Source: an optimization exercise on an open RTL-to-GDS flow (aim: small area and few clock cycles per item). Production flows keep margins and buffers that such runs may drop.
RTL that was checked went through simulation tests only; none was proved equivalent to the original.
No functional check of the RTL was part of runs 2 and 8.

==> flow/config.mk <==
export PLATFORM = sky130hd
export DESIGN_NAME = aes128_enc
export DESIGN_NICKNAME = aes128_enc
export VERILOG_FILES = /design/flow/design.v
export SDC_FILE = /design/flow/constraint.sdc
export NUM_CORES = 4
export LEC_CHECK = 0
export CAP_MARGIN = 20
export CELL_PAD_IN_SITES_DETAIL_PLACEMENT = 0
export CELL_PAD_IN_SITES_GLOBAL_PLACEMENT = 1
export CORE_MARGIN = 2
export CORE_UTILIZATION = 65
export CTS_BUF_LIST = sky130_fd_sc_hd__clkbuf_4 sky130_fd_sc_hd__clkbuf_8
export SLEW_MARGIN = 20
==> flow/constraint.sdc <==
create_clock -name core_clock -period 8.0 [get_ports {clk}]
set_input_delay 1.6000 -clock core_clock [delete_from_list [all_inputs] [get_ports {clk}]]
set_output_delay 1.6000 -clock core_clock [all_outputs]
set_load 0.01 [all_outputs]
==> flow/design.v <==
module aes_sbox (
    input  wire [7:0] in,
    output wire [7:0] out
);
    wire U0 = in[7], U1 = in[6], U2 = in[5], U3 = in[4];
    wire U4 = in[3], U5 = in[2], U6 = in[1], U7 = in[0];
    wire S0, S1, S2, S3, S4, S5, S6, S7;
    wire T1, T2, T3, T4, T5, T6, T7, T8, T9, T10, T11, T12;
    wire T13, T14, T15, T16, T17, T18, T19, T20, T21, T22, T23, T24;
    wire T25, T26, T27, M1, M2, M3, M4, M5, M6, M7, M8, M9;
    wire M10, M11, M12, M13, M14, M15, M16, M17, M18, M19, M20, M21;
    wire M22, M23, M24, M25, M26, M27, M28, M29, M30, M31, M32, M33;
    wire M34, M35, M36, M37, M38, M39, M40, M41, M42, M43, M44, M45;
    wire M46, M47, M48, M49, M50, M51, M52, M53, M54, M55, M56, M57;
    wire M58, M59, M60, M61, M62, M63, L0, L1, L2, L3, L4, L5;
    wire L6, L7, L8, L9, L10, L11, L12, L13, L14, L15, L16, L17;
    wire L18, L19, L20, L21, L22, L23, L24, L25, L26, L27, L28, L29;
    assign T1 = U0 ^ U3;
    assign T2 = U0 ^ U5;
    assign T3 = U0 ^ U6;
    assign T4 = U3 ^ U5;
    assign T5 = U4 ^ U6;
    assign T6 = T1 ^ T5;
    assign T7 = U1 ^ U2;
    assign T8 = U7 ^ T6;
    assign T9 = U7 ^ T7;
    assign T10 = T6 ^ T7;
    assign T11 = U1 ^ U5;
    assign T12 = U2 ^ U5;
    assign T13 = T3 ^ T4;
    assign T14 = T6 ^ T11;
    assign T15 = T5 ^ T11;
    assign T16 = T5 ^ T12;
    assign T17 = T9 ^ T16;
    assign T18 = U3 ^ U7;
    assign T19 = T7 ^ T18;
    assign T20 = T1 ^ T19;
    assign T21 = U6 ^ U7;
    assign T22 = T7 ^ T21;
    assign T23 = T2 ^ T22;
    assign T24 = T2 ^ T10;
    assign T25 = T20 ^ T17;
    assign T26 = T3 ^ T16;
    assign T27 = T1 ^ T12;
    assign M1 = T13 & T6;
    assign M2 = T23 & T8;
    assign M3 = T14 ^ M1;
    assign M4 = T19 & U7;
    assign M5 = M4 ^ M1;
    assign M6 = T3 & T16;
    assign M7 = T22 & T9;
    assign M8 = T26 ^ M6;
    assign M9 = T20 & T17;
    assign M10 = M9 ^ M6;
    assign M11 = T1 & T15;
    assign M12 = T4 & T27;
    assign M13 = M12 ^ M11;
    assign M14 = T2 & T10;
    assign M15 = M14 ^ M11;
    assign M16 = M3 ^ M2;
    assign M17 = M5 ^ T24;
    assign M18 = M8 ^ M7;
    assign M19 = M10 ^ M15;
    assign M20 = M16 ^ M13;
    assign M21 = M17 ^ M15;
    assign M22 = M18 ^ M13;
    assign M23 = M19 ^ T25;
    assign M24 = M22 ^ M23;
    assign M25 = M22 & M20;
    assign M26 = M21 ^ M25;
    assign M27 = M20 ^ M21;
    assign M28 = M23 ^ M25;
    assign M29 = M28 & M27;
    assign M30 = M26 & M24;
    assign M31 = M20 & M23;
    assign M32 = M27 & M31;
    assign M33 = M27 ^ M25;
    assign M34 = M21 & M22;
    assign M35 = M24 & M34;
    assign M36 = M24 ^ M25;
    assign M37 = M21 ^ M29;
    assign M38 = M32 ^ M33;
    assign M39 = M23 ^ M30;
    assign M40 = M35 ^ M36;
    assign M41 = M38 ^ M40;
    assign M42 = M37 ^ M39;
    assign M43 = M37 ^ M38;
    assign M44 = M39 ^ M40;
    assign M45 = M42 ^ M41;
    assign M46 = M44 & T6;
    assign M47 = M40 & T8;
    assign M48 = M39 & U7;
    assign M49 = M43 & T16;
    assign M50 = M38 & T9;
    assign M51 = M37 & T17;
    assign M52 = M42 & T15;
    assign M53 = M45 & T27;
    assign M54 = M41 & T10;
    assign M55 = M44 & T13;
    assign M56 = M40 & T23;
    assign M57 = M39 & T19;
    assign M58 = M43 & T3;
    assign M59 = M38 & T22;
    assign M60 = M37 & T20;
    assign M61 = M42 & T1;
    assign M62 = M45 & T4;
    assign M63 = M41 & T2;
    assign L0 = M61 ^ M62;
    assign L1 = M50 ^ M56;
    assign L2 = M46 ^ M48;
    assign L3 = M47 ^ M55;
    assign L4 = M54 ^ M58;
    assign L5 = M49 ^ M61;
    assign L6 = M62 ^ L5;
    assign L7 = M46 ^ L3;
    assign L8 = M51 ^ M59;
    assign L9 = M52 ^ M53;
    assign L10 = M53 ^ L4;
    assign L11 = M60 ^ L2;
    assign L12 = M48 ^ M51;
    assign L13 = M50 ^ L0;
    assign L14 = M52 ^ M61;
    assign L15 = M55 ^ L1;
    assign L16 = M56 ^ L0;
    assign L17 = M57 ^ L1;
    assign L18 = M58 ^ L8;
    assign L19 = M63 ^ L4;
    assign L20 = L0 ^ L1;
    assign L21 = L1 ^ L7;
    assign L22 = L3 ^ L12;
    assign L23 = L18 ^ L2;
    assign L24 = L15 ^ L9;
    assign L25 = L6 ^ L10;
    assign L26 = L7 ^ L9;
    assign L27 = L8 ^ L10;
    assign L28 = L11 ^ L14;
    assign L29 = L11 ^ L17;
    assign S0 = L6 ^ L24;
    assign S1 = ~(L16 ^ L26);
    assign S2 = ~(L19 ^ L28);
    assign S3 = L6 ^ L21;
    assign S4 = L20 ^ L22;
    assign S5 = L25 ^ L29;
    assign S6 = ~(L13 ^ L27);
    assign S7 = ~(L6 ^ L23);
    assign out = {S0, S1, S2, S3, S4, S5, S6, S7};
endmodule
module aes128_enc (
    input  wire         clk,
    input  wire         rst,         
    input  wire         start,
    input  wire [127:0] key,
    input  wire [127:0] block_in,
    output wire         ready,
    output reg          done,
    output wire [127:0] block_out
);
    reg  [7:0]  idle_q;
    wire        idle = idle_q[0];
    reg  [7:0]  rcon;
    wire        last = (rcon == 8'h36);
    reg [127:0] state;               
    reg [127:0] round_key;           
    assign ready = idle;
    wire [127:0] shifted;
    genvar r, c;
    generate
        for (c = 0; c < 4; c = c + 1) begin : g_col
            for (r = 0; r < 4; r = r + 1) begin : g_row
                assign shifted[127-8*(4*c+r) -: 8] = state[127-8*(4*(((c+r)%4))+r) -: 8];
            end
        end
    endgenerate
    assign block_out = shifted ^ round_key;
    function [7:0] xtime;
        input [7:0] a;
        xtime = {a[6:0], 1'b0} ^ (a[7] ? 8'h1b : 8'h00);
    endfunction
    wire [127:0] mixed;
    generate
        for (c = 0; c < 4; c = c + 1) begin : g_mix
            wire [7:0] a0 = shifted[127-32*c -: 8];
            wire [7:0] a1 = shifted[119-32*c -: 8];
            wire [7:0] a2 = shifted[111-32*c -: 8];
            wire [7:0] a3 = shifted[103-32*c -: 8];
            wire [7:0] p01 = a0 ^ a1;
            wire [7:0] p12 = a1 ^ a2;
            wire [7:0] p23 = a2 ^ a3;
            wire [7:0] p30 = a3 ^ a0;
            wire [7:0] t   = p01 ^ p23;
            assign mixed[127-32*c -: 8] = a0 ^ t ^ xtime(p01);
            assign mixed[119-32*c -: 8] = a1 ^ t ^ xtime(p12);
            assign mixed[111-32*c -: 8] = a2 ^ t ^ xtime(p23);
            assign mixed[103-32*c -: 8] = a3 ^ t ^ xtime(p30);
        end
    endgenerate
    wire [127:0] s_in, k_in;
    genvar g;
    generate
        for (g = 0; g < 4; g = g + 1) begin : g_in
            assign s_in[127-32*g -: 32] = idle_q[g]   ? block_in[127-32*g -: 32] : mixed[127-32*g -: 32];
            assign k_in[127-32*g -: 32] = idle_q[g+4] ? key[127-32*g -: 32]      : round_key[127-32*g -: 32];
        end
    endgenerate
    wire [127:0] x = s_in ^ k_in;
    wire [127:0] sub;
    genvar i;
    generate
        for (i = 0; i < 16; i = i + 1) begin : g_sbox
            aes_sbox u_sbox (.in(x[127-8*i -: 8]), .out(sub[127-8*i -: 8]));
        end
    endgenerate
    wire [31:0] w0 = k_in[127:96];
    wire [31:0] w1 = k_in[95:64];
    wire [31:0] w2 = k_in[63:32];
    wire [31:0] w3 = k_in[31:0];
    wire [31:0] sub_rot;             
    aes_sbox u_ks0 (.in(w3[23:16]), .out(sub_rot[31:24]));
    aes_sbox u_ks1 (.in(w3[15:8]),  .out(sub_rot[23:16]));
    aes_sbox u_ks2 (.in(w3[7:0]),   .out(sub_rot[15:8]));
    aes_sbox u_ks3 (.in(w3[31:24]), .out(sub_rot[7:0]));
    wire [31:0] n0 = w0 ^ sub_rot ^ {rcon, 24'h000000};
    wire [31:0] n1 = w1 ^ n0;
    wire [31:0] n2 = w2 ^ n1;
    wire [31:0] n3 = w3 ^ n2;
    integer j;
    always @(posedge clk) begin
        for (j = 0; j < 8; j = j + 1) begin
            if (rst)
                idle_q[j] <= 1'b1;
            else if (idle_q[j])
                idle_q[j] <= !start;
            else
                idle_q[j] <= last;
        end
    end
    always @(posedge clk) begin
        if (rst) begin
            rcon <= 8'h01;
            done <= 1'b0;
        end else begin
            done <= !idle && last;
            if (idle)
                rcon <= start ? 8'h02 : 8'h01;
            else if (last)
                rcon <= 8'h01;
            else
                rcon <= xtime(rcon);
        end
    end
    always @(posedge clk) begin
        state     <= sub;
        round_key <= {n0, n1, n2, n3};
    end
endmodule
==> flow/flow/run.sh <==
#!/bin/bash
# Own layout flow: the standard flow (standard.sh) unchanged except for
# ABC's technology mapping in synthesis, which uses flow/abc_map.script
# (area-oriented mapping) in place of ORFS's speed script. Yosys's passes,
# register names, floorplan, placement, CTS, routing and finish are the
# standard flow's. Run in the standard flow's work folder: bash flow/run.sh
set -euo pipefail
W=$(pwd)
F=$W/flow

# Synthesis script: synth_recipe.tcl with the abc call's -script replaced.
{
  head -n 1 synth_recipe.tcl
  cat <<TCL
proc abc {args} {
  set i [lsearch -exact \$args -script]
  if {\$i >= 0} { lset args [expr {\$i + 1}] $F/abc_map.script }
  yosys abc {*}\$args
}
TCL
  tail -n +2 synth_recipe.tcl
} > my_synth.tcl

sed "s#$W/synth_recipe.tcl#$W/my_synth.tcl#g" standard.sh > my_standard.sh
grep -q "my_synth.tcl" my_standard.sh

# Port buffers: the smallest buffer instead of the one buffer_ports picks.
# No extraction of half adders before ABC (ADDER_MAP_FILE empty).
bash my_standard.sh ADDER_MAP_FILE= BUFFER_PORTS_ARGS="-buffer_cell sky130_fd_sc_hd__buf_1" finish > flow_make.log 2>&1
==> flow/flow/abc_map.script <==
&get -n
&dch
&nf -R 1000
&put
==> flow/standard.sh <==
#!/bin/bash
# synth_recipe.tcl (not shown) runs the flow's synth.tcl, then flattens the netlist and writes it again
# the make line also repeats each setting of config.mk as NAME=value (left out here)
make -C /OpenROAD-flow-scripts/flow DESIGN_CONFIG=/design/flow/config.mk WORK_HOME=/design/flow/orfs CLKGATE_MAP_FILE= SYNTH_SCRIPT=/design/flow/synth_recipe.tcl "${@:-finish}"
==> impl_metrics.tcl, run 1 <==
set metrics [dict create \
    cpPeakStageDelay_ps 620 \
    num_io_pins 389 \
    yosys.cell_types.count 40 \
    start_util_pct 65.8 \
    cts_sinks 273 \
    tightestPinTransition_ps 1070 \
    coreArea_um2 50100 \
    skew_ps 48.6 \
    rrSetupSlack_ps 760 \
    postSynthAreaPerCell_um2 8.39 \
    drc 0 \
    seq_area_frac_synth_pct 16.6 \
    vias 28100 \
    final_nets 4701 \
    grt_pass1_vias 27500 \
    worstPathArrival_ps 7840 \
    worst_path_most_repeated_cell "xnor2_1" \
    post-cts-setup-buffers 0 \
    start_kind "flop" \
    root_buffer "clkbuf_8" \
    drt-vias-per-instance 5.46 \
    finalSetupViolations 0 \
    fillers 4264 \
    wl_per_cell_um 21.7 \
    drv_cap 0 \
    gp_congestion 1.03 \
    clk_latency_ps 680 \
    cp_num_buf_inv 1 \
    fp.dieW_um 229 \
    layout-drive-gt1-share_pct 3.86 \
    grt_max_degree 45 \
    synthesis.area_um2 32900 \
    finalCriticalPeriod_ps 7240 \
    critPathRequiredTime_ps 8590 \
    finalHoldViolCount 0 \
    critPathTopFamily "XOR/XNOR gates" \
    grt_setup_unrepaired "no" \
    clockBufferDepth 3 \
    timing.fmax_mhz 138 \
    hold_ws_ps 531 \
    setup_tns_ps 0 \
    ff_latch_area_um2 5470 \
    grt_first_pass_wirelength_mm 164 \
    crit_type "reg -> reg" \
    dieArea_um2 52500 \
    finalCritPeriodShare_pct 90.5 \
    multi_input_area_um2 27300 \
    syn_nets 4188 \
    synth_flop_cell "dfxtp_1" \
    synthTopCellsByCount "xnor2_1, xor2_1, nor2_1" \
    synth_seq_cells 273 \
    endpoint_kind "flop" \
    crit_fanout 15 \
    slew_violations 0 \
    grt_util_all_layers_pct 41.0 \
    hold_buffers 0 \
    synth_top_area_share_pct 39.7 \
    num_rows 82 \
    cts-buffers-inserted 50 \
    slew_headroom_pct 27.9 \
    post-synth-top-area-cell "xnor2_1" \
    cts_tree "done" \
    synth_area_leaders "xnor2_1, xor2_1, dfxtp_1" \
    cp_cell_sequence "buf_4 -> mux2i_1 -> xnor2_1 -> xor2_1 -> xor2_1 -> xnor2_1 -> nor2_1 -> xnor2_1 -> nor2b_1 -> xor2_1 -> mux2i_1 -> xnor2_1 -> xnor2_1 -> nor2_1 -> xnor2_1 -> xnor2_1 -> xnor2_1 -> xnor2_1 -> xnor2_1 -> xnor2_1 -> xnor2_1" \
    synthArstFlopShare_pct 0 \
    die_y_um 229 \
    cts_resized 0 \
    area_delta_synth_final_pct 12.4 \
    cts.clk_slew.worst_paths_ps 70 \
    drt_wl_total_mm 112 \
    antenna_found_initial 2 \
    synth_most_common_cell "xnor2_1" \
    drt_iter0_markers 2177 \
    cpMaxStageDelayCell "dfxtp_2" \
    antenna_left 0 \
    dpl.hpwl_mm 94.4 \
    drt_pass1_iterations 5 \
    worst_hold_path_type "reg -> reg" \
    numPortBuffers 388 \
    cts_htree_levels 2 \
    synth_edf_count 0 \
    status "finished clean" \
    syn_inst 3929 \
    grt_overflow_total 0 \
    synth_warnings 1 \
]
==> final timing paths <==
check	start	end	cells after the start
hold reg to reg	rcon[5]	rcon[6]	1
hold / removal	rcon[5]	rcon[6]	1
setup / recovery	idle_q[7]	round_key[7]	21
setup reg to reg	idle_q[7]	round_key[7]	21
==> cells by family after synthesis <==
group                  synth area share, %
XOR/XNOR                              62.8
AND/OR/NAND/NOR                       10.4
flip-flops                            16.6
AO/OA/AOI/OAI                         4.13
multiplexers                          5.38
buffers and inverters                0.627
==> per-stage QoR <==
step	worst slack [ps]	util (%)	cell area, um^2	std cells
floorplan	1340	-	32900	3929
global placement	387	71.5	35800	5062
detailed placement	318	71.5	35800	5062
CTS	928	73.9	37000	5154
global route	248	74.0	37000	5155
finish	757	74.0	37000	5155
==> area by class of cell <==
| type | instances | area share (%) |
|---|---|---|
| timing repair buffer | 461 | 5.41 |
| sequential | 273 | 14.8 |
| antenna | 1 | 0.00676 |
| multi-input combinational | 3601 | 73.7 |
| tap | 672 | 2.27 |
| clock buffer | 65 | 2.30 |
| inverter | 55 | 0.558 |
| clock inverter | 27 | 0.977 |
==> layout by cell type (no fill, tap or decap), drive strengths merged, types with 60 or more instances in the layout <==
cell    count
xor2      864
a21oi      60
nor2      342
mux2i     175
buf       461
clkinv     66
o21ai     139
dfxtp     273
clkbuf     65
nand2     323
xnor2    1495
==> state kept, by name, summed over array words and instances (netlist names) <==
name and cells:
done 1, round_key 128, idle_q 8, state 128, rcon 8
==> per-layer routing <==
| layer | track usage (%) | part of all wire, % | vias to the layer above |
|---|---|---|---|
| met5 | 0 | 0 | - |
| met4 | 26.3 | 7.4 | 0 |
| met3 | 6.76 | 8.1 | 325 |
| met2 | 64.1 | 43 | 1286 |
| met1 | 52.4 | 41 | 13100 |
| li1 | - | - | 13400 |
Testbench counts, summed over its fixed seeds: cycles 16,008, blocks 1,600.
==> run 2, diff against run 1 <==
--- a/flow/design.v
+++ b/flow/design.v
@@ -188,8 +188,10 @@
             wire [7:0] p23 = a2 ^ a3;
-            wire [7:0] p30 = a3 ^ a0;
             wire [7:0] t   = p01 ^ p23;
-            assign mixed[127-32*c -: 8] = a0 ^ t ^ xtime(p01);
-            assign mixed[119-32*c -: 8] = a1 ^ t ^ xtime(p12);
-            assign mixed[111-32*c -: 8] = a2 ^ t ^ xtime(p23);
-            assign mixed[103-32*c -: 8] = a3 ^ t ^ xtime(p30);
+            wire [7:0] xt  = xtime(t);
+            wire [7:0] d0  = t ^ xtime(p01);
+            wire [7:0] d1  = t ^ xtime(p12);
+            assign mixed[127-32*c -: 8] = a0 ^ d0;
+            assign mixed[119-32*c -: 8] = a1 ^ d1;
+            assign mixed[111-32*c -: 8] = a2 ^ d0 ^ xt;
+            assign mixed[103-32*c -: 8] = a3 ^ d1 ^ xt;
         end
==> run 2 against run 1 <==
  * Critical path depth increased by 1
  * Register-to-register slack got worse by 260 ps
  * Still clean
  * Synthesized cell count decreased by 0.23%
  * Critical endpoint is now state[42]
  * Synthesized area about the same
==> impl_metrics.tcl, run 2 <==
set metrics [dict create \
    cts_tree "done" \
    utilization_pct 74.0 \
    num_io_pins 389 \
    dpl.hpwl_mm 94.2 \
    cts-buffers-inserted 53 \
    die_y_um 229 \
    finalHoldViolCount 0 \
    synth_most_common_cell "xnor2_1" \
    cts_htree_levels 2 \
    synthTopCellsByCount "xnor2_1, xor2_1, nand2_1" \
    antenna_found_initial 1 \
    syn_inst 3920 \
    synthesis.area_um2 33000 \
    slew_headroom_pct 30.1 \
    synth_top_area_share_pct 40.0 \
    worstPathArrival_ps 8060 \
    finalCritPeriodShare_pct 93.9 \
    pre_cts_slack_ps 452 \
    worst_hold_path_type "reg -> reg" \
    wl_per_cell_um 21.6 \
    synth_warnings 1 \
    grt_util_all_layers_pct 41.3 \
    final_common_cell "xnor2_1" \
    crit_fanout 6 \
    gp_congestion 1.05 \
    dieArea_um2 52500 \
    critPathRequiredTime_ps 8550 \
    drt_pass1_iterations 5 \
    final_cell_mix "xnor2_1, xor2_1, buf_1, nand2_1, nor2_1" \
    grt_max_degree 47 \
    syn_nets 4179 \
    start_kind "flop" \
    root_buffer "clkbuf_8" \
    drv_cap 0 \
    drt_wl_total_mm 111 \
    crit_type "reg -> reg" \
    layout-drive-gt1-share_pct 3.89 \
    finalWorstSetupSlack_ps 492 \
    clk_latency_ps 680 \
    numPortBuffers 388 \
    final_nets 4690 \
    grt_setup_unrepaired "no" \
    skew_ps 37.6 \
    synthArstFlopShare_pct 0 \
    yosys.cell_types.count 36 \
    fp.dieW_um 229 \
    cts_sinks 273 \
    tightestPinTransition_ps 1020 \
    grt_pass1_vias 27500 \
    coreArea_um2 50100 \
    area_delta_synth_final_pct 12.4 \
    setup_tns_ps 0 \
    drt_iter0_markers 2225 \
    seq_area_frac_synth_pct 16.6 \
    top_regs "round_key: 128 flops, state: 128 flops" \
    postSynthAreaPerCell_um2 8.41 \
    post-cts-setup-buffers 0 \
    antenna_left 0 \
    place_area_um2 35800 \
    hold_buffers 0 \
    post-synth-top-area-cell "xnor2_1" \
    synth_flop_cell "dfxtp_1" \
    final_area_um2 37000 \
    slew_violations 0 \
    cts_resized 0 \
    status "finished clean" \
    drt-vias-per-instance 5.43 \
    grt_overflow_total 0 \
    finalSetupViolations 0 \
    finalCriticalPeriod_ps 7510 \
    num_rows 82 \
    clockBufferDepth 3 \
    cts.clk_slew.worst_paths_ps 70 \
    grt_first_pass_wirelength_mm 165 \
    endpoint_kind "flop" \
    start_util_pct 65.8 \
    synth_seq_cells 273 \
    timing.fmax_mhz 133 \
    synth_area_leaders "xnor2_1, xor2_1, dfxtp_1" \
    vias 28000 \
    synth_edf_count 0 \
    fillers 4193 \
    drc 0 \
]
==> run 2: cell types whose count changed in the layout (fill, tap and decap cells not counted), sizes merged, moves of 5 or more <==
cell	change
xnor2	+9
o21ai	-30
nand2	+31
clkbuf	+12
xor2	+6
buf	-5
nor2	-37
clkinv	+5
mux2i	+10
nor3	+8
==> run 2: cell families after synthesis <==
group,count (synthesis),share of synthesized area (%)
AO/OA/AOI/OAI,205,3.38
XOR/XNOR,2375,63.1
buffers and inverters,60,0.683
flip-flops,273,16.6
multiplexers,186,5.65
AND/OR/NAND/NOR,821,10.6
==> run 2: final timing paths <==
check	from	depth (start not counted)	slack (ps)	to
max	state[23]	22	490	state[42]
min reg2reg	rcon[5]	1	520	rcon[6]
max reg2reg	state[23]	22	490	state[42]
min	rcon[5]	1	520	rcon[6]
==> run 2: critical path, stage by stage, from the launching register on <==
cell     delay (ps)
dfxtp_1         550
xor2_1          280
xnor2_1         680
xnor2_1         250
xnor2_1         310
o21ai_0         160
xnor2_1         710
xor2_1          300
xnor2_1         580
xor2_1          300
nand2_1         110
xnor2_1         260
xnor2_1         120
xnor2_1         390
xnor2_1         190
mux2i_1         420
xnor2_1         270
xnor2_1         190
nand2_1          90
xnor2_1         470
xor2_1          450
xnor2_1         150
xnor2_1         140
==> run 2: final cells by class <==
type / count / area [um^2] / share of cell area, %
timing repair buffer: 456 / 1980 / 5.34
sequential: 273 / 5470 / 14.8
inverter: 60 / 225 / 0.608
clock buffer: 77 / 1000 / 2.71
clock inverter: 22 / 234 / 0.632
antenna: 3 / 7.51 / 0.0203
tap: 672 / 841 / 2.27
multi-input combinational: 3587 / 27300 / 73.6
==> run 2: stage by stage <==
| step | instances | hold slack [ps] |
|---|---|---|
| 6_report | 5150 | 519 |
| 5_1_grt | 5148 | 523 |
| 4_1_cts | 5147 | 515 |
| 3_5_place_dp | 5048 | 505 |
| 3_3_place_gp | 5048 | 496 |
| 2_1_floorplan | 3920 | 476 |
==> run 2: layer usage <==
metal	track usage [%]	part of all wire (%)
met3	5.84	8.3
met1	53.5	41
met5	0	0
met4	25.2	7.0
met2	64.8	43
==> run 3, diff against run 2 <==
--- a/flow/design.v
+++ b/flow/design.v
@@ -188,10 +188,8 @@
             wire [7:0] p23 = a2 ^ a3;
+            wire [7:0] p30 = a3 ^ a0;
             wire [7:0] t   = p01 ^ p23;
-            wire [7:0] xt  = xtime(t);
-            wire [7:0] d0  = t ^ xtime(p01);
-            wire [7:0] d1  = t ^ xtime(p12);
-            assign mixed[127-32*c -: 8] = a0 ^ d0;
-            assign mixed[119-32*c -: 8] = a1 ^ d1;
-            assign mixed[111-32*c -: 8] = a2 ^ d0 ^ xt;
-            assign mixed[103-32*c -: 8] = a3 ^ d1 ^ xt;
+            assign mixed[127-32*c -: 8] = a0 ^ t ^ xtime(p01);
+            assign mixed[119-32*c -: 8] = a1 ^ t ^ xtime(p12);
+            assign mixed[111-32*c -: 8] = a2 ^ t ^ xtime(p23);
+            assign mixed[103-32*c -: 8] = a3 ^ t ^ xtime(p30);
         end
--- a/flow/flow/run.sh
+++ b/flow/flow/run.sh
@@ -26,4 +26,6 @@
 
-# Port buffers: the smallest buffer instead of the one buffer_ports picks.
-# No extraction of half adders before ABC (ADDER_MAP_FILE empty).
-bash my_standard.sh ADDER_MAP_FILE= BUFFER_PORTS_ARGS="-buffer_cell sky130_fd_sc_hd__buf_1" finish > flow_make.log 2>&1
+bash my_standard.sh \
+  ADDER_MAP_FILE= \
+  BUFFER_PORTS_ARGS="-buffer_cell sky130_fd_sc_hd__buf_1" \
+  CTS_ARGS="-sink_clustering_enable -repair_clock_nets -dont_use_dummy_load -buf_list {sky130_fd_sc_hd__clkbuf_4 sky130_fd_sc_hd__clkbuf_8}" \
+  finish > flow_make.log 2>&1
==> run 3 against run 2 <==
  * First-iteration DRC count down 2.4%
  * Die area barely moved
  * Sequential share of layout area up 0.22 points
  * Via count hardly changed
  * Largest cell class unchanged
==> impl_metrics.tcl, run 3 <==
set metrics [dict create \
    status "finished clean" \
    final_area_um2 36500 \
    dpl.hpwl_mm 94.4 \
    gp_congestion 1.03 \
    cp_num_buf_inv 1 \
    critPathRequiredTime_ps 8550 \
    synth_flop_cell "dfxtp_1" \
    endpoint_kind "flop" \
    grt_util_all_layers_pct 40.8 \
    synth_top_family_by_area "XOR/XNOR gates" \
    synthAdderAreaFrac_pct 0 \
    start_util_pct 65.8 \
    area_delta_synth_final_pct 10.8 \
    post-synth-top-area-cell "xnor2_1" \
    wl_per_cell_um 21.6 \
    postSynthAreaPerCell_um2 8.39 \
    antenna_found_initial 4 \
    syn_inst 3929 \
    hp-start "rcon[5]" \
    drt_wl_total_mm 111 \
    grt_overflow_total 0 \
    synth_area_leaders "xnor2_1, xor2_1, dfxtp_1" \
    layout-drive-gt1-share_pct 2.95 \
    slew_violations 0 \
    setup_tns_ps 0 \
    syn_nets 4188 \
    final_common_cell "xnor2_1" \
    grt_setup_unrepaired "no" \
    coreArea_um2 50100 \
    yosys.area_share.simple_pct 10.4 \
    finalCritPeriodShare_pct 90.2 \
    numPortBuffers 388 \
    synth_warnings 1 \
    multi_input_area_um2 27300 \
    worst_hold_path_type "reg -> reg" \
    synth_edf_count 0 \
    cts_tree "done" \
    worst_path_most_repeated_cell "xnor2_1" \
    drt_pass1_iterations 5 \
    cts_sinks 273 \
    synthTopCellsByCount "xnor2_1, xor2_1, nor2_1" \
    die_y_um 229 \
    crit_type "reg -> reg" \
    skew_ps 72.4 \
    vias 28000 \
    seq_area_frac_synth_pct 16.6 \
    finalCriticalPeriod_ps 7220 \
    drt_iter0_markers 2172 \
    fillers 4346 \
    drv_cap 0 \
    hold_buffers 0 \
    cts-buffers-inserted 50 \
    finalSetupViolations 0 \
    root_buffer "clkbuf_8" \
    synth_top_area_share_pct 39.7 \
    final_nets 4701 \
    yosys.cell_types.count 40 \
    clk_latency_ps 670 \
    dieArea_um2 52500 \
    cpPeakStageDelay_ps 610 \
    drc 0 \
    synth_seq_cells 273 \
    finalHoldViolCount 0 \
    place_area_um2 35800 \
    synth-compound-area-share_pct 4.13 \
    cts.clk_slew.worst_paths_ps 70 \
    drt-vias-per-instance 5.47 \
    critPathTopFamily "XOR/XNOR gates" \
    grt_first_pass_wirelength_mm 163 \
    synthArstFlopShare_pct 0 \
    start_kind "flop" \
    setup.worst_path.start "idle_q[7]" \
    synthesis.area_um2 32900 \
    cts_resized 0 \
    synth_most_common_cell "xnor2_1" \
    r2r_start "idle_q[7]" \
    num_io_pins 389 \
    top_regs "round_key: 128 flops, state: 128 flops" \
    num_rows 82 \
    slew_headroom_pct 28.5 \
    antenna_left 0 \
    tightestPinTransition_ps 1040 \
    synth_xor_area_share_pct 62.8 \
    cp_cell_sequence "buf_4 -> mux2i_1 -> xnor2_1 -> xor2_1 -> xor2_1 -> xnor2_1 -> nor2_1 -> xnor2_1 -> nor2b_1 -> xor2_1 -> mux2i_1 -> xnor2_1 -> xnor2_1 -> nor2_1 -> xnor2_1 -> xnor2_1 -> xnor2_1 -> xnor2_1 -> xnor2_1 -> xnor2_1 -> xnor2_1" \
    cpMaxStageDelayCell "dfxtp_2" \
    utilization_pct 72.9 \
    grt_max_degree 45 \
    post-cts-setup-buffers 0 \
    worstPathArrival_ps 7760 \
    cts_htree_levels 2 \
    ff_latch_area_um2 5470 \
    crit_fanout 15 \
    grt_pass1_vias 27300 \
    clockBufferDepth 3 \
    synth.area.mux_share_pct 5.38 \
    fp.dieW_um 229 \
    final_cell_mix "xnor2_1, xor2_1, buf_1, nor2_1, nand2_1" \
    timing.fmax_mhz 139 \
    hold_ws_ps 532 \
]
-- run 3: cell count changes after synthesis, moves of 5 or more --
cell      change
nor2_1       +37
nand2_1      -31
o21ai_0      +30
mux2i_1      -10
xnor2_1       -9
nor3_1        -8
xor2_1        -6
clkinv_1      -5
-- run 3: logic make-up after synthesis --
kind of cell	Yosys count
muxes	177
xor gates and xnor gates	2361
DFF	273
and+or+nand+nor	816
AOI/OAI and AO/OA	247
buffers and inverters	55
-- run 3: worst reg2reg max path: cells and delay by family, from the launching register on --
family | cells | cell delay, ps
xor gates and xnor gates | 15 | 4620
buffers and inverters | 1 | 360
DFF | 1 | 610
muxes | 2 | 990
and+or+nand+nor | 3 | 550
-- run 3: cell type report --
class	count	share of cell area (%)
Inverter	55	0.566
Multi-Input combinational cell	3601	74.7
Tap cell	672	2.30
Sequential cell	273	15.0
Clock buffer	50	1.89
Antenna cell	2	0.0137
Timing Repair Buffer	461	5.49
-- run 3: worst paths after layout --
check,endpoint,slack [ps],depth (start not counted)
worst max-delay path,round_key[7],780,21
worst min register to register,rcon[6],530,1
worst min-delay path,rcon[6],530,1
worst max register to register,round_key[7],780,21
-- run 3: through the flow --
step           worst slack [ps]  instances
2_1_floorplan              1340       3929
3_5_place_dp                318       5062
4_1_cts                     936       5112
3_3_place_gp                387       5062
5_1_grt                     237       5114
6_report                    783       5114
-- run 3: metal layers --
layer,global-route usage (%),part of all wire [%],vias up
met5,0,0,-
met4,26.4,7.5,0
met3,6.81,8.3,336
met2,63.5,43,1235
met1,52.2,41,13000
li1,-,-,13300
Testbench counts of run 3, summed over its fixed seeds: cycles 16,008, blocks 1,600.
==> run 4, diff against run 3 <==
--- a/flow/flow/run.sh
+++ b/flow/flow/run.sh
@@ -29,3 +29,3 @@
   BUFFER_PORTS_ARGS="-buffer_cell sky130_fd_sc_hd__buf_1" \
-  CTS_ARGS="-sink_clustering_enable -repair_clock_nets -dont_use_dummy_load -buf_list {sky130_fd_sc_hd__clkbuf_4 sky130_fd_sc_hd__clkbuf_8}" \
+  CTS_ARGS="-sink_clustering_enable -repair_clock_nets -dont_use_dummy_load -sink_clustering_size 16 -sink_clustering_max_diameter 80 -buf_list {sky130_fd_sc_hd__clkbuf_4 sky130_fd_sc_hd__clkbuf_8}" \
   finish > flow_make.log 2>&1
--- a/flow/config.mk
+++ b/flow/config.mk
@@ -11,3 +11,3 @@
 export CORE_MARGIN = 2
-export CORE_UTILIZATION = 65
+export CORE_UTILIZATION = 75
 export CTS_BUF_LIST = sky130_fd_sc_hd__clkbuf_4 sky130_fd_sc_hd__clkbuf_8
==> run 4 against run 3 <==
  * The flow now stops in 3_1_place_gp_skip_io
  * Synthesized area unchanged
  * Synthesized cell count unchanged
==> impl_metrics.tcl, run 4 <==
set metrics [dict create \
    syn_inst 3929 \
    fp.dieW_um 214 \
    post-synth-top-area-cell "xnor2_1" \
    synth_seq_cells 273 \
    yosys.cell_types.count 40 \
    synth-compound-area-share_pct 4.13 \
    postSynthAreaPerCell_um2 8.39 \
    status "did not finish" \
    synthAdderAreaFrac_pct 0 \
    synth_top_family_by_area "XOR/XNOR gates" \
    stop_error "[ERROR GPL-0301] Utilization 102.560 % exceeds 100%." \
    synth_edf_count 0 \
    die_y_um 214 \
    start_util_pct 76.2 \
    synthTopCellsByCount "xnor2_1, xor2_1, nor2_1" \
    num_rows 76 \
    synth_warnings 1 \
    failing_step "3_1_place_gp_skip_io" \
    synth_most_common_cell "xnor2_1" \
    synthesis.area_um2 32900 \
    yosys.area_share.simple_pct 10.4 \
    synthArstFlopShare_pct 0 \
    synth_xor_area_share_pct 62.8 \
    synth.area.mux_share_pct 5.38 \
    syn_nets 4188 \
    synth_area_leaders "xnor2_1, xor2_1, dfxtp_1" \
    synth_flop_cell "dfxtp_1" \
    synth_top_area_share_pct 39.7 \
    seq_area_frac_synth_pct 16.6 \
]
[run 4: cell families after synthesis]
| group | count (synthesis) |
|---|---|
| buffers and inverters | 55 |
| AOI/OAI and AO/OA | 247 |
| DFF | 273 |
| xor gates and xnor gates | 2361 |
| and+or+nand+nor | 816 |
| muxes | 177 |
==> run 5, diff against run 4 <==
--- a/flow/config.mk
+++ b/flow/config.mk
@@ -11,3 +11,3 @@
 export CORE_MARGIN = 2
-export CORE_UTILIZATION = 75
+export CORE_UTILIZATION = 65
 export CTS_BUF_LIST = sky130_fd_sc_hd__clkbuf_4 sky130_fd_sc_hd__clkbuf_8
==> run 5 against run 4 <==
  * The run now finishes clean
  * Synthesized cell count unchanged
  * Synthesized area unchanged
==> impl_metrics.tcl, run 5 <==
set metrics [dict create \
    worstPathArrival_ps 7710 \
    finalCritPeriodShare_pct 89.6 \
    clk_latency_ps 640 \
    crit_type "in -> reg" \
    drv_cap 0 \
    coreArea_um2 50100 \
    start_kind "primary input" \
    post-synth-top-area-cell "xnor2_1" \
    vias 27800 \
    num_io_pins 389 \
    grt_setup_unrepaired "no" \
    numPortBuffers 388 \
    num_rows 82 \
    finalCriticalPeriod_ps 7160 \
    ff_latch_area_um2 5470 \
    endpoint_kind "flop" \
    grt_first_pass_wirelength_mm 162 \
    slew_violations 0 \
    synth_top_area_share_pct 39.7 \
    cts_sinks 273 \
    syn_nets 4188 \
    fillers 4395 \
    status "finished clean" \
    grt_max_degree 45 \
    synth_flop_cell "dfxtp_1" \
    synth_edf_count 0 \
    crit_fanout 6 \
    cts_htree_levels 1 \
    drc 0 \
    cts.clk_slew.worst_paths_ps 110 \
    multi_input_area_um2 27300 \
    min_path_cells 1 \
    final_nets 4674 \
    syn_inst 3929 \
    finalSetupViolations 0 \
    synth_seq_cells 273 \
    slew_headroom_pct 29.0 \
    finalHoldViolCount 0 \
    cts_tree "done" \
    utilization_pct 72.2 \
    wl_per_cell_um 21.7 \
    tightestPinTransition_ps 1060 \
    synth_warnings 1 \
    cts-buffers-inserted 23 \
    top_regs "round_key: 128 flops, state: 128 flops" \
    die_y_um 229 \
    seq_area_frac_synth_pct 16.6 \
    drt-vias-per-instance 5.46 \
    cts_resized 0 \
    r2r_end "round_key[7]" \
    synth_most_common_cell "xnor2_1" \
    synthArstFlopShare_pct 0 \
    drt_iter0_markers 2185 \
    antenna_found_initial 1 \
    hold_ws_ps 514 \
    worst_hold_path_type "reg -> reg" \
    final_common_cell "xnor2_1" \
    post-cts-setup-buffers 0 \
    antenna_left 0 \
    timing.fmax_mhz 140 \
    r2r_start "idle_q[7]" \
    min_to "rcon[6]" \
    dpl.hpwl_mm 94.4 \
    start_util_pct 65.8 \
    dieArea_um2 52500 \
    drt_pass1_iterations 5 \
    yosys.cell_types.count 40 \
    hp-start "rcon[5]" \
    area_delta_synth_final_pct 9.65 \
    drt_wl_total_mm 110 \
    layout-drive-gt1-share_pct 2.36 \
    synthTopCellsByCount "xnor2_1, xor2_1, nor2_1" \
    grt_overflow_total 0 \
    grt_util_all_layers_pct 40.5 \
    rrSetupSlack_ps 840 \
    reg2reg_depth 21 \
    setup_tns_ps 0 \
    postSynthAreaPerCell_um2 8.39 \
    root_buffer "clkbuf_8" \
    fp.dieW_um 229 \
    clockBufferDepth 3 \
    critPathRequiredTime_ps 8550 \
    final_cell_mix "xnor2_1, xor2_1, buf_1, nor2_1, nand2_1" \
    grt_pass1_vias 27200 \
    skew_ps 62.3 \
    hold_buffers 0 \
    gp_congestion 1.03 \
    synth_area_leaders "xnor2_1, xor2_1, dfxtp_1" \
    synthesis.area_um2 32900 \
]
## run 5: kinds of logic after synthesis
kind of cell / after synthesis / share of synthesized area [%]
XOR/XNOR: 2361 / 62.8
multiplexers: 177 / 5.38
flip-flops: 273 / 16.6
AND/OR/NAND/NOR: 816 / 10.4
buffers and inverters: 55 / 0.627
AO/OA/AOI/OAI: 247 / 4.13
## run 5: cell type report
type | instances | area share (%)
antenna | 1 | 0.00693
timing repair buffer | 461 | 5.55
tap | 672 | 2.33
multi-input combinational | 3601 | 75.5
clock buffer | 23 | 0.876
sequential | 273 | 15.2
inverter | 55 | 0.571
## run 5: through the flow
stage	instance area, um^2	cells	setup slack, ps
finish	36100	5086	836
global placement	35800	5062	387
floorplan	32900	3929	1340
CTS	36100	5085	931
detailed placement	35800	5062	318
global route	36100	5086	234
## run 5: how the worst max path moves through the flow
stage,slack (ps),end,startpoint
final,840,round_key[7],key[30]
after global routing,230,round_key[7],idle_q[7]
after CTS,930,round_key[7],key[30]
after detailed placement,320,round_key[7],key[30]
after global placement,390,round_key[7],key[30]
after floorplan,1340,round_key[18],key[15]
## run 5: worst max-delay path: stages
cell and delay [ps]:
buf_1 90, mux2i_1 470, xnor2_1 240, xor2_1 570, xor2_1 280, xnor2_1 180
nor2_1 90, xnor2_1 400, nor2b_1 370, xor2_1 220, mux2i_1 410, xnor2_1 210
xnor2_1 240, nor2_1 70, xnor2_1 510, xnor2_1 330, xnor2_1 220, xnor2_1 350
xnor2_1 240, xnor2_1 420, xnor2_1 180
## run 5: per-layer routing
metal  vias to the layer above  global-route usage, %  share of wire, %
li1                      13300                      -                 -
met1                     13000                   52.4                41
met2                      1217                   64.0                44
met3                       304                   6.10               8.3
met4                         0                   23.9               6.9
met5                         -                      0                 0
==> run 6, diff against run 5 <==
--- a/flow/config.mk
+++ b/flow/config.mk
@@ -13,2 +13,3 @@
 export CTS_BUF_LIST = sky130_fd_sc_hd__clkbuf_4 sky130_fd_sc_hd__clkbuf_8
+export GPL_TIMING_DRIVEN = 0
 export SLEW_MARGIN = 20
==> run 6 against run 5 <==
  * Cell count decreased by 1.2%
  * Non-clock buffer count fell by 64
  * Synthesized cell count stayed put
  * Routed wire length decreased by 5.6%
  * Sequential cell count is the same
  * Sequential share of layout area about the same
  * Clock-buffer cell count increased by 1
  * Setup slack worse by 670 ps
  * Synthesized area unchanged
  * Critical path type unchanged
==> impl_metrics.tcl, run 6 <==
set metrics [dict create \
    crit_type "in -> reg" \
    status "finished clean" \
    fp.dieW_um 229 \
    slew_headroom_pct 28.7 \
    num_rows 82 \
    tightestPinTransition_ps 1040 \
    final_cells 5023 \
    synth_seq_cells 273 \
    grt_pass1_vias 26300 \
    cpMaxStageDelayCell "xnor2_1" \
    seq_area_frac_synth_pct 16.6 \
    final_common_cell "xnor2_1" \
    numPortBuffers 388 \
    synthTopCellsByCount "xnor2_1, xor2_1, nor2_1" \
    grt_max_degree 39 \
    post-synth-top-area-cell "xnor2_1" \
    fillers 4432 \
    finalCriticalPeriod_ps 7830 \
    area_delta_synth_final_pct 9.38 \
    syn_inst 3929 \
    synth_edf_count 0 \
    pre_cts_slack_ps -1090 \
    drt_pass1_iterations 5 \
    critPathRequiredTime_ps 8470 \
    drt-vias-per-instance 5.39 \
    hold_buffers 0 \
    layout-drive-gt1-share_pct 1.89 \
    finalHoldViolCount 0 \
    synthesis.area_um2 32900 \
    slew_violations 0 \
    grt_util_all_layers_pct 38.4 \
    synthArstFlopShare_pct 0 \
    finalWorstSetupSlack_ps 169 \
    timing.fmax_mhz 128 \
    dp_cells 4997 \
    clk_latency_ps 650 \
    grt_first_pass_wirelength_mm 155 \
    antenna_found_initial 2 \
    dieArea_um2 52500 \
    yosys.cell_types.count 40 \
    syn_nets 4188 \
    drc 0 \
    endpoint_kind "flop" \
    final_nets 4611 \
    worst_path_most_repeated_cell "xnor2_1" \
    root_buffer "clkbuf_8" \
    cts-buffers-inserted 24 \
    drt_wl_total_mm 104 \
    worstPathArrival_ps 8300 \
    grt_setup_unrepaired "yes" \
    worst_hold_path_type "reg -> reg" \
    cts_tree "done" \
    cp_num_buf_inv 1 \
    num_io_pins 389 \
    start_util_pct 65.8 \
    cts.clk_slew.worst_paths_ps 100 \
    antenna_left 0 \
    top_regs "round_key: 128 flops, state: 128 flops" \
    start_kind "primary input" \
    finalSetupViolations 0 \
    clockBufferDepth 3 \
    vias 27100 \
    gp_congestion 1.03 \
    crit_fanout 6 \
    drt_iter0_markers 1888 \
    synth_warnings 1 \
    wl_per_cell_um 20.7 \
    coreArea_um2 50100 \
    dpl.hpwl_mm 88.2 \
    skew_ps 90.7 \
    finalCritPeriodShare_pct 97.9 \
    drv_cap 0 \
    synth_most_common_cell "xnor2_1" \
    critPathTopFamily "XOR/XNOR gates" \
    postSynthAreaPerCell_um2 8.39 \
    cp_cell_sequence "buf_1 -> mux2i_1 -> xnor2_1 -> xor2_1 -> xor2_1 -> xnor2_1 -> nor2_1 -> xnor2_1 -> nor2b_1 -> xor2_1 -> mux2i_1 -> xnor2_1 -> xnor2_1 -> nor2_1 -> xnor2_1 -> xnor2_1 -> xnor2_1 -> xnor2_1 -> xnor2_1 -> xnor2_1" \
    synth_top_area_share_pct 39.7 \
    die_y_um 229 \
    rrSetupSlack_ps 250 \
    cpPeakStageDelay_ps 720 \
    synth_flop_cell "dfxtp_1" \
    final_cell_mix "xnor2_1, xor2_1, buf_1, nor2_1, nand2_1" \
    cts_sinks 273 \
    grt_overflow_total 0 \
    cts_htree_levels 1 \
    synth_area_leaders "xnor2_1, xor2_1, dfxtp_1" \
]
[run 6: worst paths after layout]
check / from / to / depth (start not counted)
min reg2reg: rcon[5] / rcon[6] / 1
max reg2reg: idle_q[7] / round_key[16] / 22
min: rcon[5] / rcon[6] / 1
max: key[30] / round_key[4] / 20
[run 6: logic make-up after synthesis]
group | synth area share (%)
buffers and inverters | 0.627
xor gates and xnor gates | 62.8
DFF | 16.6
AOI/OAI and AO/OA | 4.13
muxes | 5.38
and+or+nand+nor | 10.4
[run 6: final cells by class]
type	instances	area (um^2)	share of cell area (%)
Multi-Input combinational cell	3601	27600	76.5
Inverter	55	206	0.573
Timing Repair Buffer	397	1630	4.53
Tap cell	672	841	2.33
Sequential cell	273	5480	15.2
Clock buffer	24	330	0.917
Antenna cell	1	2.50	0.00694
[run 6: what timing repair did]
action                                  4_1_cts  5_1_grt
pin swaps                                     0        1
endpoints found under the hold margin         0        0
resized for setup                             6       36
endpoints found under the setup margin       13       33
cloned                                        0        0
buffers inserted                              0        1
[run 6: metal layers]
layer | up-vias | part of all wire, % | global-route usage [%]
met1 | 12700 | 42 | 49.6
li1 | 13200 | - | -
met3 | 211 | 7.1 | 5.43
met5 | - | 0.026 | 0
met4 | 4 | 6.1 | 19.9
met2 | 1023 | 45 | 62.4
[run 6: stage by stage]
stage                     area [um^2]  hold WS, ps  TNS (ps)  util [%]
after floorplan                 32900          466         0         -
after global placement          35200          493    -43510      70.4
after detailed placement        35400          503    -22480      70.8
after CTS                       35800          492         0      71.5
after global routing            36000          500      -148      72.0
final                           36000          495         0      72.0
[run 6: worst reg2reg max path, cell delays in order, from the launching register on]
cell      delay [ps]
dfxtp_2          680
buf_12           300
mux2i_2          560
xnor2_1          260
xnor2_1          540
xnor2_1          290
nor2_1           100
xnor2_1          270
xnor2_1          140
xnor2_1          440
clkinv_1         160
nand3_1          120
mux2_1           390
xnor2_1          310
xnor2_1          180
nor2_1            70
xnor2_1          510
xor2_1           480
xnor2_1          160
xnor2_1          530
xnor2_1          330
xnor2_1          610
xnor2_1          150
==> run 7, diff against run 6 <==
--- a/flow/config.mk
+++ b/flow/config.mk
@@ -9,7 +9,6 @@
 export CELL_PAD_IN_SITES_DETAIL_PLACEMENT = 0
-export CELL_PAD_IN_SITES_GLOBAL_PLACEMENT = 1
+export CELL_PAD_IN_SITES_GLOBAL_PLACEMENT = 0
 export CORE_MARGIN = 2
-export CORE_UTILIZATION = 65
+export CORE_UTILIZATION = 72
 export CTS_BUF_LIST = sky130_fd_sc_hd__clkbuf_4 sky130_fd_sc_hd__clkbuf_8
-export GPL_TIMING_DRIVEN = 0
 export SLEW_MARGIN = 20
==> run 7 against run 6 <==
  * Via count up 5.4%
  * Clock skew down 43 ps
  * Cell count down 0.32%
  * Synthesized area unchanged
  * Maximum frequency up 8.6%
  * Non-clock buffer count up 54
  * Largest cell class unchanged
  * Core utilization up 7.5 points
  * Critical path depth up 1
  * Clock-buffer cell count up 1
==> impl_metrics.tcl, run 7 <==
set metrics [dict create \
    grt_use_met1_pct 57.2 \
    drt-vias-per-instance 5.70 \
    endpoint_kind "flop" \
    coreArea_um2 45300 \
    grt_setup_unrepaired "no" \
    hold_buffers 0 \
    synth_flop_cell "dfxtp_1" \
    cts_sinks 273 \
    gp_congestion 1.06 \
    final_common_cell "xnor2_1" \
    clk_latency_ps 650 \
    timing.fmax_mhz 139 \
    grt-busiest-layer "met2" \
    synth_warnings 1 \
    final_cell_mix "xnor2_1, xor2_1, buf_1, nor2_1, nand2_1" \
    slew_headroom_pct 36.9 \
    multi_input_area_um2 27300 \
    root_buffer "clkbuf_8" \
    grt_pass1_vias 27900 \
    dp_cells 4980 \
    cts.clk_slew.worst_paths_ps 110 \
    tightestPinTransition_ps 943 \
    synthArstFlopShare_pct 0 \
    layout-drive-gt1-share_pct 2.18 \
    drt_iter0_markers 2843 \
    drt_pass1_iterations 5 \
    start_kind "flop" \
    area_delta_synth_final_pct 9.24 \
    cts_htree_levels 1 \
    grt_overflow_total 0 \
    drc 0 \
    final_nets 4666 \
    syn_inst 3929 \
    num_rows 78 \
    status "finished clean" \
    worstPathArrival_ps 7740 \
    slew_violations 0 \
    grtUsageMet2_pct 71.3 \
    grt_util_all_layers_pct 45.5 \
    wl_per_cell_um 22.3 \
    antenna_left 0 \
    cts_tree "done" \
    fillers 3314 \
    grt_max_degree 45 \
    setup.worst_path.start "idle_q[7]" \
    drt_wl_total_mm 112 \
    die_y_um 218 \
    finalHoldViolCount 0 \
    synth_top_area_share_pct 39.7 \
    yosys.cell_types.count 40 \
    final_cells 5007 \
    synth_area_leaders "xnor2_1, xor2_1, dfxtp_1" \
    synth_seq_cells 273 \
    syn_nets 4188 \
    synth_most_common_cell "xnor2_1" \
    dieArea_um2 47500 \
    start_util_pct 72.8 \
    hp-start "rcon[6]" \
    antenna_found_initial 1 \
    clockBufferDepth 3 \
    post-synth-top-area-cell "xnor2_1" \
    cts-buffers-inserted 25 \
    vias 28500 \
    post-cts-setup-buffers 0 \
    finalCritPeriodShare_pct 90.1 \
    num_io_pins 389 \
    cts_resized 0 \
    top_regs "round_key: 128 flops, state: 128 flops" \
    ff_latch_area_um2 5470 \
    grt_first_pass_wirelength_mm 164 \
    postSynthAreaPerCell_um2 8.39 \
    finalCriticalPeriod_ps 7210 \
    seq_area_frac_synth_pct 16.6 \
    finalSetupViolations 0 \
    met3_usage_pct 8.63 \
    drv_cap 0 \
    setup_tns_ps 0 \
    r2r_start "idle_q[7]" \
    synthTopCellsByCount "xnor2_1, xor2_1, nor2_1" \
    crit_fanout 16 \
    synth_edf_count 0 \
    crit_type "reg -> reg" \
    worst_hold_path_type "reg -> reg" \
    hold_ws_ps 518 \
    skew_ps 48.0 \
    synthesis.area_um2 32900 \
    numPortBuffers 388 \
    critPathRequiredTime_ps 8530 \
    fp.dieW_um 218 \
    dpl.hpwl_mm 95.0 \
]
[run 7: cell counts after synthesis]
Identical to the previous run, type by type.
[run 7: final timing paths]
kind / to / slack, ps / cells past startpoint
setup reg to reg: round_key[6] / 790 / 21
hold / removal: rcon[7] / 520 / 1
hold reg to reg: rcon[7] / 520 / 1
setup / recovery: round_key[6] / 790 / 21
[run 7: final cells by class]
type / count / share of cell area (%)
antenna: 2 / 0.0139
clock buffer: 25 / 0.956
inverter: 55 / 0.574
multi-input combinational: 3601 / 75.8
sequential: 273 / 15.2
tap: 600 / 2.09
timing repair buffer: 451 / 5.36
[run 7: metal layers]
| layer | wire length [um] | part of all wire, % |
|---|---|---|
| met1 | 44200 | 40 |
| met2 | 47900 | 43 |
| met3 | 10700 | 9.6 |
| met4 | 8780 | 7.9 |
| met5 | 0 | 0 |
[run 7: worst max-delay path: stages (launching register included)]
cell and delay (ps):
dfxtp_2 660, buf_4 400, mux2i_1 690, xnor2_1 290, xnor2_1 360, nor2_1 150
xnor2_1 340, xnor2_1 140, xnor2_1 390, nor2b_1 360, xor2_1 210, mux2i_1 390
xnor2_1 270, xnor2_1 190, nor2_1 70, xnor2_1 450, xnor2_1 170, xnor2_1 330
xnor2_1 170, xnor2_1 680, xnor2_1 210, xnor2_1 160
[run 7: cells by family (layout without fill, tap and decap cells)]
family	count (synthesis)	after routing	share of synthesized area, %
xor gates and xnor gates	2361	2361	62.8
AOI/OAI and AO/OA	247	247	4.13
and+or+nand+nor	816	816	10.4
buffers and inverters	55	531	0.627
other	0	2	0
DFF	273	273	16.6
muxes	177	177	5.38
[run 7: per-stage QoR]
| stage | util, % | setup slack, ps | cell area (um^2) |
|---|---|---|---|
| 5_1_grt | 79.5 | 340 | 36000 |
| 3_5_place_dp | 78.7 | 379 | 35600 |
| 6_report | 79.5 | 790 | 36000 |
| 2_1_floorplan | - | 1340 | 32900 |
| 4_1_cts | 79.5 | 921 | 36000 |
| 3_3_place_gp | 78.7 | 519 | 35600 |
==> run 8, diff against run 7 <==
--- a/flow/design.v
+++ b/flow/design.v
@@ -157,4 +157,3 @@
 );
-    reg  [7:0]  idle_q;
-    wire        idle = idle_q[0];
+    reg         idle;                
     reg  [7:0]  rcon;
@@ -188,18 +187,14 @@
             wire [7:0] p23 = a2 ^ a3;
-            wire [7:0] p30 = a3 ^ a0;
             wire [7:0] t   = p01 ^ p23;
-            assign mixed[127-32*c -: 8] = a0 ^ t ^ xtime(p01);
-            assign mixed[119-32*c -: 8] = a1 ^ t ^ xtime(p12);
-            assign mixed[111-32*c -: 8] = a2 ^ t ^ xtime(p23);
-            assign mixed[103-32*c -: 8] = a3 ^ t ^ xtime(p30);
+            wire [7:0] xt  = xtime(t);
+            wire [7:0] d0  = t ^ xtime(p01);
+            wire [7:0] d1  = t ^ xtime(p12);
+            assign mixed[127-32*c -: 8] = a0 ^ d0;
+            assign mixed[119-32*c -: 8] = a1 ^ d1;
+            assign mixed[111-32*c -: 8] = a2 ^ d0 ^ xt;
+            assign mixed[103-32*c -: 8] = a3 ^ d1 ^ xt;
         end
     endgenerate
-    wire [127:0] s_in, k_in;
-    genvar g;
-    generate
-        for (g = 0; g < 4; g = g + 1) begin : g_in
-            assign s_in[127-32*g -: 32] = idle_q[g]   ? block_in[127-32*g -: 32] : mixed[127-32*g -: 32];
-            assign k_in[127-32*g -: 32] = idle_q[g+4] ? key[127-32*g -: 32]      : round_key[127-32*g -: 32];
-        end
-    endgenerate
+    wire [127:0] s_in = idle ? block_in : mixed;
+    wire [127:0] k_in = idle ? key      : round_key;
     wire [127:0] x = s_in ^ k_in;
@@ -225,15 +220,5 @@
     wire [31:0] n3 = w3 ^ n2;
-    integer j;
-    always @(posedge clk) begin
-        for (j = 0; j < 8; j = j + 1) begin
-            if (rst)
-                idle_q[j] <= 1'b1;
-            else if (idle_q[j])
-                idle_q[j] <= !start;
-            else
-                idle_q[j] <= last;
-        end
-    end
     always @(posedge clk) begin
         if (rst) begin
+            idle <= 1'b1;
             rcon <= 8'h01;
@@ -242,8 +227,11 @@
             done <= !idle && last;
-            if (idle)
+            if (idle) begin
+                idle <= !start;
                 rcon <= start ? 8'h02 : 8'h01;
-            else if (last)
+            end else if (last) begin
+                idle <= 1'b1;
                 rcon <= 8'h01;
-            else
+            end else begin
                 rcon <= xtime(rcon);
+            end
         end
==> run 8 against run 7 <==
  * Non-clock buffer count down 28
  * Setup slack worse by 87 ps
  * Maximum frequency down 1.2%
  * Register-to-register slack worse by 90 ps
  * Synthesized area down 1.1%
  * Cell count down 1.8%
  * Still clean
==> impl_metrics.tcl, run 8 <==
set metrics [dict create \
    numPortBuffers 388 \
    cpMaxStageDelayCell "xnor2_1" \
    cts_sinks 266 \
    drv_cap 0 \
    gp_congestion 1.09 \
    cts-buffers-inserted 24 \
    root_buffer "clkbuf_8" \
    min_to "rcon[6]" \
    setup.worst_path.start "state[23]" \
    grt_pass1_vias 27700 \
    drt_iter0_markers 3027 \
    coreArea_um2 44400 \
    clockBufferDepth 3 \
    grt_overflow_total 0 \
    skew_ps 42.5 \
    top_regs "round_key: 128 flops, state: 128 flops, rcon: 8 flops" \
    post-cts-setup-buffers 0 \
    synth_top_area_share_pct 40.0 \
    status "finished clean" \
    num_rows 77 \
    area_delta_synth_final_pct 13.8 \
    drt_wl_total_mm 110 \
    crit_type "reg -> reg" \
    wl_per_cell_um 22.4 \
    final_nets 4586 \
    r2r_start "state[23]" \
    clk_latency_ps 630 \
    grt_util_all_layers_pct 45.7 \
    hold_ws_ps 523 \
    dpl.hpwl_mm 93.1 \
    drt-vias-per-instance 5.73 \
    finalCriticalPeriod_ps 7300 \
    endpoint_kind "flop" \
    grt_setup_unrepaired "no" \
    cts_tree "done" \
    syn_inst 3878 \
    utilization_pct 83.4 \
    r2r_end "state[42]" \
    synthTopCellsByCount "xnor2_1, xor2_1, nand2_1" \
    finalSetupViolations 0 \
    antenna_found_initial 4 \
    synth_edf_count 0 \
    cts.clk_slew.worst_paths_ps 100 \
    dieArea_um2 47000 \
    start_kind "flop" \
    final_cell_mix "xnor2_1, xor2_1, buf_1, nand2_1, nor2_1" \
    critPathRequiredTime_ps 8520 \
    reg2reg_depth 24 \
    layout-drive-gt1-share_pct 7.01 \
    die_y_um 217 \
    synth_warnings 1 \
    tightestPinTransition_ps 1170 \
    antenna_left 0 \
    min_path_cells 1 \
    synthesis.area_um2 32600 \
    synth_most_common_cell "xnor2_1" \
    num_io_pins 389 \
    postSynthAreaPerCell_um2 8.40 \
    cp_cell_sequence "xor2_1 -> xnor2_1 -> xnor2_1 -> xor2_1 -> xnor2_1 -> mux2i_1 -> xor2_1 -> xnor2_1 -> xnor2_2 -> xor2_1 -> clkinv_1 -> nor2_2 -> xnor2_2 -> xor2_1 -> a21oi_1 -> xnor2_1 -> clkinv_1 -> xnor2_2 -> xnor2_1 -> nand2_1 -> xnor2_2 -> xor2_2 -> xnor2_1 -> xnor2_1" \
    synthArstFlopShare_pct 0 \
    post-synth-top-area-cell "xnor2_1" \
    worst_path_most_repeated_cell "xnor2_1" \
    synth_area_leaders "xnor2_1, xor2_1, dfxtp_1" \
    setup_tns_ps 0 \
    slew_violations 0 \
    hp-start "rcon[5]" \
    rrSetupSlack_ps 700 \
    hold_buffers 0 \
    finalCritPeriodShare_pct 91.2 \
    synth_flop_cell "dfxtp_1" \
    dp_cells 4893 \
    drc 0 \
    final_cells 4919 \
    cts_resized 0 \
    yosys.cell_types.count 32 \
    grt_max_degree 83 \
    final_common_cell "xnor2_1" \
    start_util_pct 73.3 \
    cts_htree_levels 1 \
    worstPathArrival_ps 7820 \
    drt_pass1_iterations 5 \
    cpPeakStageDelay_ps 640 \
    vias 28200 \
    syn_nets 4137 \
    seq_area_frac_synth_pct 16.3 \
    timing.fmax_mhz 137 \
    fp.dieW_um 217 \
    worst_hold_path_type "reg -> reg" \
    finalHoldViolCount 0 \
    crit_fanout 5 \
    synth_seq_cells 266 \
    grt_first_pass_wirelength_mm 162 \
    slew_headroom_pct 19.8 \
]
-- run 8: changes by cell type after synthesis, sizes merged, moves of 7 or more --
| cell | change |
|---|---|
| a22oi | +8 |
| xor2 | -7 |
| nor3 | +8 |
| nor2b | -10 |
| xnor2 | -7 |
| or2 | -8 |
| nor2 | -50 |
| dfxtp | -7 |
| nand2b | +31 |
| nand2 | +29 |
| o21ai | -29 |
-- run 8: worst max path at each step --
stage	to	slack, ps	cells after the start
finish	state[42]	700	24
CTS	state[0]	890	22
global route	round_key[10]	340	22
floorplan	state[74]	-1080	21
global placement	round_key[12]	640	22
detailed placement	round_key[2]	560	21
-- run 8: per-stage QoR --
step	worst slack [ps]	instance area (um^2)
floorplan	-1080	34200
global placement	638	36700
detailed placement	560	36700
CTS	891	37100
global route	337	37100
finish	702	37100
-- run 8: layer usage --
metal | share of wire, % | track usage [%] | up-vias | routed length [um]
met3 | 9.2 | 7.03 | 420 | 10100
met1 | 38 | 56.5 | 13300 | 42100
met2 | 44 | 72.1 | 1468 | 48400
met4 | 8.7 | 34.1 | 4 | 9650
met5 | 0.022 | 0 | - | 24
li1 | - | - | 13000 | -
-- run 8: cell type report --
class                           count  area, um^2
Inverter                           50         196
Fill cell                        2832        7360
Multi-Input combinational cell   3562       28700
Antenna cell                        2        5.00
Sequential cell                   266        5330
Tap cell                          592         741
Clock buffer                       24         330
Timing Repair Buffer              423        1770
-- run 8: kinds of logic after synthesis --
group / Yosys count / synth area share [%]
flip-flops: 266 / 16.3
XOR/XNOR: 2345 / 63.0
AO/OA/AOI/OAI: 217 / 3.70
buffers and inverters: 50 / 0.576
AND/OR/NAND/NOR: 819 / 10.8
multiplexers: 181 / 5.57
-- run 8: worst max-delay path: cells and delay by family, from the launching register on --
kind,cells,cell delay [ps]
AOI/OAI and AO/OA,1,90
xor gates and xnor gates,18,5800
buffers and inverters,2,330
DFF,1,610
muxes,1,110
and+or+nand+nor,2,280

[what the ideal ports hide]
Ports are ideal in the flow. The routed layouts listed here were re-timed in OpenROAD. Step 1 assumes that a clkbuf_16 drives the clock port and a buf_2 every other input. Step 2 also shifts input and output timing later by t, the mid clock arrival at the registers, as if the neighbouring blocks saw the same clock. a / b / c = ideal / step 1 / step 2; a / b = the first two.
run | shift t [ns] | slack for setup (ns) | hold slack, ns
run 1 | 0.711 | 0.757 / 0.757 / 0.143 | 0.531 / 0.531 / 0.531
run 2 | 0.724 | 0.492 / 0.492 / 0.265 | 0.519 / 0.519 / 0.519
run 3 | 0.691 | 0.783 / 0.783 / 0.136 | 0.532 / 0.532 / 0.532
run 5 | 0.659 | 0.836 / 0.844 / 0.204 | 0.514 / 0.514 / 0.514
run 6 | 0.662 | 0.169 / 0.191 / -0.471 | 0.495 / 0.495 / 0.495
run 7 | 0.679 | 0.790 / 0.790 / 0.255 | 0.518 / 0.518 / 0.518
run 8 | 0.670 | 0.702 / 0.702 / 0.421 | 0.523 / 0.523 / 0.523
With both steps, setup timing fails in run 6, where it was met with ideal ports. For run 3, which loses most, drivers alone change the setup slack by 0.000 ns; drivers and shift together by -0.647 ns.
